This is an optimization exercise on Yosys and OpenROAD, whose aim is small area, a short achievable clock period and few clock cycles per item, not a production implementation. Function was checked by simulation only, so behaviour that the tests miss may differ from the original. Power and IR drop assume default switching activity.

==> inputs of job 6575 <==
// qe_imu
module qe_imu (
    input  wire        clk,
    input  wire        rst,
    input  wire        in_valid,
    output wire        in_ready,
    input  wire [5:0]  in_fn,
    input  wire [31:0] in_a,
    input  wire [31:0] in_b,
    output reg         out_valid,
    output reg  [31:0] out_res,
    output reg         out_pred,
    output reg         out_illegal
);
export LEC_CHECK = 0
export CAP_MARGIN = 20
export CORE_MARGIN = 2
export CORE_UTILIZATION = 60
export SLEW_MARGIN = 20
create_clock -name core_clock -period 13.0 [get_ports {clk}]
standard.sh (not shown) runs the stock make flow with config.mk's settings and CLKGATE_MAP_FILE= SYNTH_SCRIPT=/design/flow/synth_recipe.tcl, a recipe that flattens the netlist after the stock synthesis.
==> flow/flow/run.sh <==
#!/bin/bash
set -euo pipefail
bash standard.sh finish SETUP_SLACK_MARGIN=9 > standard_flow.log 2>&1
==> job 3135 (differences from job 6575) <==
--- a/flow/design.v
+++ b/flow/design.v
@@ -1730,14 +1730,13 @@
         res1   <= res_a;
         pred1  <= pred_a;
         bad1   <= c_bad;
         mul1   <= c_mul;
         mulhi1 <= c_mulhi;
     end
-    wire [63:0] prod;
-    qe_add #(64) u_prod (.a(mx), .b(my), .ci(1'b0), .s(prod));
+    wire [63:0] prod = mx + my;
     wire [31:0] res_b = mul1 ? (mulhi1 ? prod[63:32] : prod[31:0]) : res1;
     wire        a_neg = c_dsgn & a0[31];
     wire        b_neg = c_dsgn & b0[31];
     wire [31:0] a_mag = a_neg ? -a0 : a0;
     wire [31:0] b_mag = b_neg ? -b0 : b0;
     wire [6:0]  sd    = {1'b0, lzb} + {6'd0, a_neg} - {1'b0, lza};
@@ -1839,33 +1838,6 @@
         assign c16[4*g+3:4*g] = z8[2*g+1] ? {1'b1, c8[6*g+2:6*g]}
                                           : {1'b0, c8[6*g+5:6*g+3]};
     end endgenerate
     assign n = (z16[1] & z16[0]) ? 6'd32 :
                z16[1] ? {2'b01, c16[3:0]} : {2'b00, c16[7:4]};
 endmodule
-module qe_add #(parameter N = 32) (
-    input  wire [N-1:0] a,
-    input  wire [N-1:0] b,
-    input  wire         ci,
-    output wire [N-1:0] s
-);
-    localparam L = (N >= 64) ? 7 : (N >= 32) ? 6 : (N >= 16) ? 5 :
-                   (N >= 8) ? 4 : (N >= 4) ? 3 : (N >= 2) ? 2 : 1;
-    wire [N:0] g [0:L];
-    wire [N:0] p [0:L];
-    assign g[0] = {a & b, ci};
-    assign p[0] = {a ^ b, 1'b0};
-    genvar l, i;
-    generate for (l = 0; l < L; l = l + 1) begin : lv
-        for (i = 0; i <= N; i = i + 1) begin : bt
-            if (((i >> l) & 1) != 0) begin : m
-                localparam integer J = ((i >> l) << l) - 1;
-                assign g[l+1][i] = g[l][i] | (p[l][i] & g[l][J]);
-                assign p[l+1][i] = p[l][i] & p[l][J];
-            end else begin : k
-                assign g[l+1][i] = g[l][i];
-                assign p[l+1][i] = p[l][i];
-            end
-        end
-    end endgenerate
-    assign s = p[0][N:1] ^ g[L][N-1:0];
-endmodule
==> flow/flow/run.sh (replaced) <==
#!/bin/bash
set -euo pipefail
bash standard.sh finish SETUP_SLACK_MARGIN=8.8 > standard_flow.log 2>&1
==> flow/config.mk (replaced) <==
export PLATFORM = sky130hd
export DESIGN_NAME = qe_imu
export DESIGN_NICKNAME = qe_imu
export VERILOG_FILES = /design/flow/design.v
export SDC_FILE = /design/flow/constraint.sdc
export NUM_CORES = 4
export LEC_CHECK = 0
export CAP_MARGIN = 20
export CORE_MARGIN = 2
export CORE_UTILIZATION = 40
export SLEW_MARGIN = 20
==> job 9479 (differences from job 6575) <==
--- a/flow/design.v
+++ b/flow/design.v
@@ -1730,14 +1730,13 @@
         res1   <= res_a;
         pred1  <= pred_a;
         bad1   <= c_bad;
         mul1   <= c_mul;
         mulhi1 <= c_mulhi;
     end
-    wire [63:0] prod;
-    qe_add #(64) u_prod (.a(mx), .b(my), .ci(1'b0), .s(prod));
+    wire [63:0] prod = mx + my;
     wire [31:0] res_b = mul1 ? (mulhi1 ? prod[63:32] : prod[31:0]) : res1;
     wire        a_neg = c_dsgn & a0[31];
     wire        b_neg = c_dsgn & b0[31];
     wire [31:0] a_mag = a_neg ? -a0 : a0;
     wire [31:0] b_mag = b_neg ? -b0 : b0;
     wire [6:0]  sd    = {1'b0, lzb} + {6'd0, a_neg} - {1'b0, lza};
@@ -1839,33 +1838,6 @@
         assign c16[4*g+3:4*g] = z8[2*g+1] ? {1'b1, c8[6*g+2:6*g]}
                                           : {1'b0, c8[6*g+5:6*g+3]};
     end endgenerate
     assign n = (z16[1] & z16[0]) ? 6'd32 :
                z16[1] ? {2'b01, c16[3:0]} : {2'b00, c16[7:4]};
 endmodule
-module qe_add #(parameter N = 32) (
-    input  wire [N-1:0] a,
-    input  wire [N-1:0] b,
-    input  wire         ci,
-    output wire [N-1:0] s
-);
-    localparam L = (N >= 64) ? 7 : (N >= 32) ? 6 : (N >= 16) ? 5 :
-                   (N >= 8) ? 4 : (N >= 4) ? 3 : (N >= 2) ? 2 : 1;
-    wire [N:0] g [0:L];
-    wire [N:0] p [0:L];
-    assign g[0] = {a & b, ci};
-    assign p[0] = {a ^ b, 1'b0};
-    genvar l, i;
-    generate for (l = 0; l < L; l = l + 1) begin : lv
-        for (i = 0; i <= N; i = i + 1) begin : bt
-            if (((i >> l) & 1) != 0) begin : m
-                localparam integer J = ((i >> l) << l) - 1;
-                assign g[l+1][i] = g[l][i] | (p[l][i] & g[l][J]);
-                assign p[l+1][i] = p[l][i] & p[l][J];
-            end else begin : k
-                assign g[l+1][i] = g[l][i];
-                assign p[l+1][i] = p[l][i];
-            end
-        end
-    end endgenerate
-    assign s = p[0][N:1] ^ g[L][N-1:0];
-endmodule
==> flow/flow/run.sh (replaced) <==
#!/bin/bash
set -euo pipefail
bash standard.sh finish SETUP_SLACK_MARGIN=9.2 > standard_flow.log 2>&1
==> flow/config.mk (replaced) <==
export PLATFORM = sky130hd
export DESIGN_NAME = qe_imu
export DESIGN_NICKNAME = qe_imu
export VERILOG_FILES = /design/flow/design.v
export SDC_FILE = /design/flow/constraint.sdc
export NUM_CORES = 4
export LEC_CHECK = 0
export CAP_MARGIN = 20
export CORE_MARGIN = 2
export CORE_UTILIZATION = 40
export SLEW_MARGIN = 20
==> job 1787 (differences from job 6575) <==
--- a/flow/design.v
+++ b/flow/design.v
@@ -1730,14 +1730,13 @@
         res1   <= res_a;
         pred1  <= pred_a;
         bad1   <= c_bad;
         mul1   <= c_mul;
         mulhi1 <= c_mulhi;
     end
-    wire [63:0] prod;
-    qe_add #(64) u_prod (.a(mx), .b(my), .ci(1'b0), .s(prod));
+    wire [63:0] prod = mx + my;
     wire [31:0] res_b = mul1 ? (mulhi1 ? prod[63:32] : prod[31:0]) : res1;
     wire        a_neg = c_dsgn & a0[31];
     wire        b_neg = c_dsgn & b0[31];
     wire [31:0] a_mag = a_neg ? -a0 : a0;
     wire [31:0] b_mag = b_neg ? -b0 : b0;
     wire [6:0]  sd    = {1'b0, lzb} + {6'd0, a_neg} - {1'b0, lza};
@@ -1839,33 +1838,6 @@
         assign c16[4*g+3:4*g] = z8[2*g+1] ? {1'b1, c8[6*g+2:6*g]}
                                           : {1'b0, c8[6*g+5:6*g+3]};
     end endgenerate
     assign n = (z16[1] & z16[0]) ? 6'd32 :
                z16[1] ? {2'b01, c16[3:0]} : {2'b00, c16[7:4]};
 endmodule
-module qe_add #(parameter N = 32) (
-    input  wire [N-1:0] a,
-    input  wire [N-1:0] b,
-    input  wire         ci,
-    output wire [N-1:0] s
-);
-    localparam L = (N >= 64) ? 7 : (N >= 32) ? 6 : (N >= 16) ? 5 :
-                   (N >= 8) ? 4 : (N >= 4) ? 3 : (N >= 2) ? 2 : 1;
-    wire [N:0] g [0:L];
-    wire [N:0] p [0:L];
-    assign g[0] = {a & b, ci};
-    assign p[0] = {a ^ b, 1'b0};
-    genvar l, i;
-    generate for (l = 0; l < L; l = l + 1) begin : lv
-        for (i = 0; i <= N; i = i + 1) begin : bt
-            if (((i >> l) & 1) != 0) begin : m
-                localparam integer J = ((i >> l) << l) - 1;
-                assign g[l+1][i] = g[l][i] | (p[l][i] & g[l][J]);
-                assign p[l+1][i] = p[l][i] & p[l][J];
-            end else begin : k
-                assign g[l+1][i] = g[l][i];
-                assign p[l+1][i] = p[l][i];
-            end
-        end
-    end endgenerate
-    assign s = p[0][N:1] ^ g[L][N-1:0];
-endmodule
==> flow/config.mk (replaced) <==
export PLATFORM = sky130hd
export DESIGN_NAME = qe_imu
export DESIGN_NICKNAME = qe_imu
export VERILOG_FILES = /design/flow/design.v
export SDC_FILE = /design/flow/constraint.sdc
export NUM_CORES = 4
export LEC_CHECK = 0
export CAP_MARGIN = 20
export CORE_MARGIN = 2
export CORE_UTILIZATION = 40
export SLEW_MARGIN = 20
==> comparison <==
- Job 6575 finished with timing, DRC and antenna clean. Job 3135 completed with no timing, DRC or antenna violations. Job 9479 went through all stages and came out clean. Job 1787 produced a clean layout.
- Flip-flop and latch count is the same in job 1787 and job 6575.
- Die area is the same in job 1787 and job 9479.
- The highest non-clock buffer count belongs to job 9479, the lowest to job 3135.
- In clock power, job 1787 and job 6575 hardly differ.
- Utilization, highest first: job 6575, job 9479, job 1787, job 3135.
- Final area: job 9479 > job 1787 > job 3135 > job 6575.
- Via count: job 6575 < job 3135 < job 1787 < job 9479.
==> figures <==
First-pass GRT wire length: job 9479 364000 µm; job 3135 354000 µm; job 1787 355000 µm; job 6575 339000 µm
Final Cell Area: job 9479 0.0680 mm²; job 3135 0.0633 mm²; job 1787 0.0643 mm²; job 6575 0.0632 mm²
Utilization after layout: job 9479 48.0%; job 3135 44.7%; job 1787 45.4%; job 6575 67.9%
Status: job 9479 no timing/DRC/antenna violations; job 3135 no timing/DRC/antenna violations; job 1787 no timing/DRC/antenna violations; job 6575 no timing/DRC/antenna violations
Startpoint of the worst register-to-register path: job 9479 dd[13]$_DFF_P_; job 3135 a0[15]$_DFF_P_; job 1787 bneg[14]$_DFF_P_; job 6575 mr[10]$_DFF_P_
Sequential Power Share: job 9479 13.9%; job 3135 14.9%; job 1787 14.6%; job 6575 14.5%
Reported net switching power: job 9479 9.77 mW; job 3135 9.30 mW; job 1787 9.42 mW; job 6575 9.00 mW
Power consumed by combinational cells: job 9479 14.1 mW; job 3135 12.9 mW; job 1787 13.3 mW; job 6575 13.0 mW
Leak: job 9479 27.5 nW; job 3135 25.5 nW; job 1787 25.8 nW; job 6575 26.3 nW
Combined area of the multi-input logic cells: job 9479 0.0446 mm²; job 3135 0.0430 mm²; job 1787 0.0436 mm²; job 6575 0.0428 mm²
Number of logic inverters in the finished layout: job 9479 636; job 3135 636; job 1787 636; job 6575 693
Layout Nets: job 9479 7621; job 3135 7414; job 1787 7435; job 6575 7350
Layout-to-synthesis area ratio: job 9479 1.188x; job 3135 1.106x; job 1787 1.124x; job 6575 1.126x
Max stage delay cell, worst path: job 9479 fa_1; job 3135 buf_4; job 1787 inv_2; job 6575 fa_1
Largest fanout on the critical path: job 9479 4; job 3135 42; job 1787 26; job 6575 4
Testbench counts of job 6575, summed over its fixed seeds: cycles 14,538, items 12,000.
Testbench counts of job 3135, summed over its fixed seeds: cycles 14,538, items 12,000.
Testbench counts of job 9479, summed over its fixed seeds: cycles 14,538, items 12,000.
Testbench counts of job 1787, summed over its fixed seeds: cycles 14,538, items 12,000.

==> port drivers added, routing unchanged <==
No port has a modelled driver above. Below, the same layouts with a new extraction and two added sets of constraints. Step 1 (the two cells are an assumption about what drives the block):
set clk [get_ports {clk}]
set_driving_cell -lib_cell sky130_fd_sc_hd__clkbuf_16 $clk
set_driving_cell -lib_cell sky130_fd_sc_hd__buf_2 [delete_from_list [all_inputs] $clk]
Step 2 also shifts input and output timing later by t, the mid clock arrival at the registers, as if the neighbouring blocks saw the same clock. Slacks: ideal ports / drivers / drivers and shift; pairs: ideal ports / drivers.
run	shift t [ns]	slack for setup (ns)	pins driven straight from the clock port
job 6575	0.784	8.734 / 8.734 / 8.371	1
job 3135	0.767	8.812 / 8.766 / 8.180	1
job 9479	0.775	9.144 / 9.144 / 8.472	1
job 1787	0.785	9.007 / 8.969 / 8.367	1
After both steps setup and hold are still met in every run listed. The setup slack of job 9479, which loses most, moves by 0.000 ns with the drivers and by -0.672 ns with both steps.
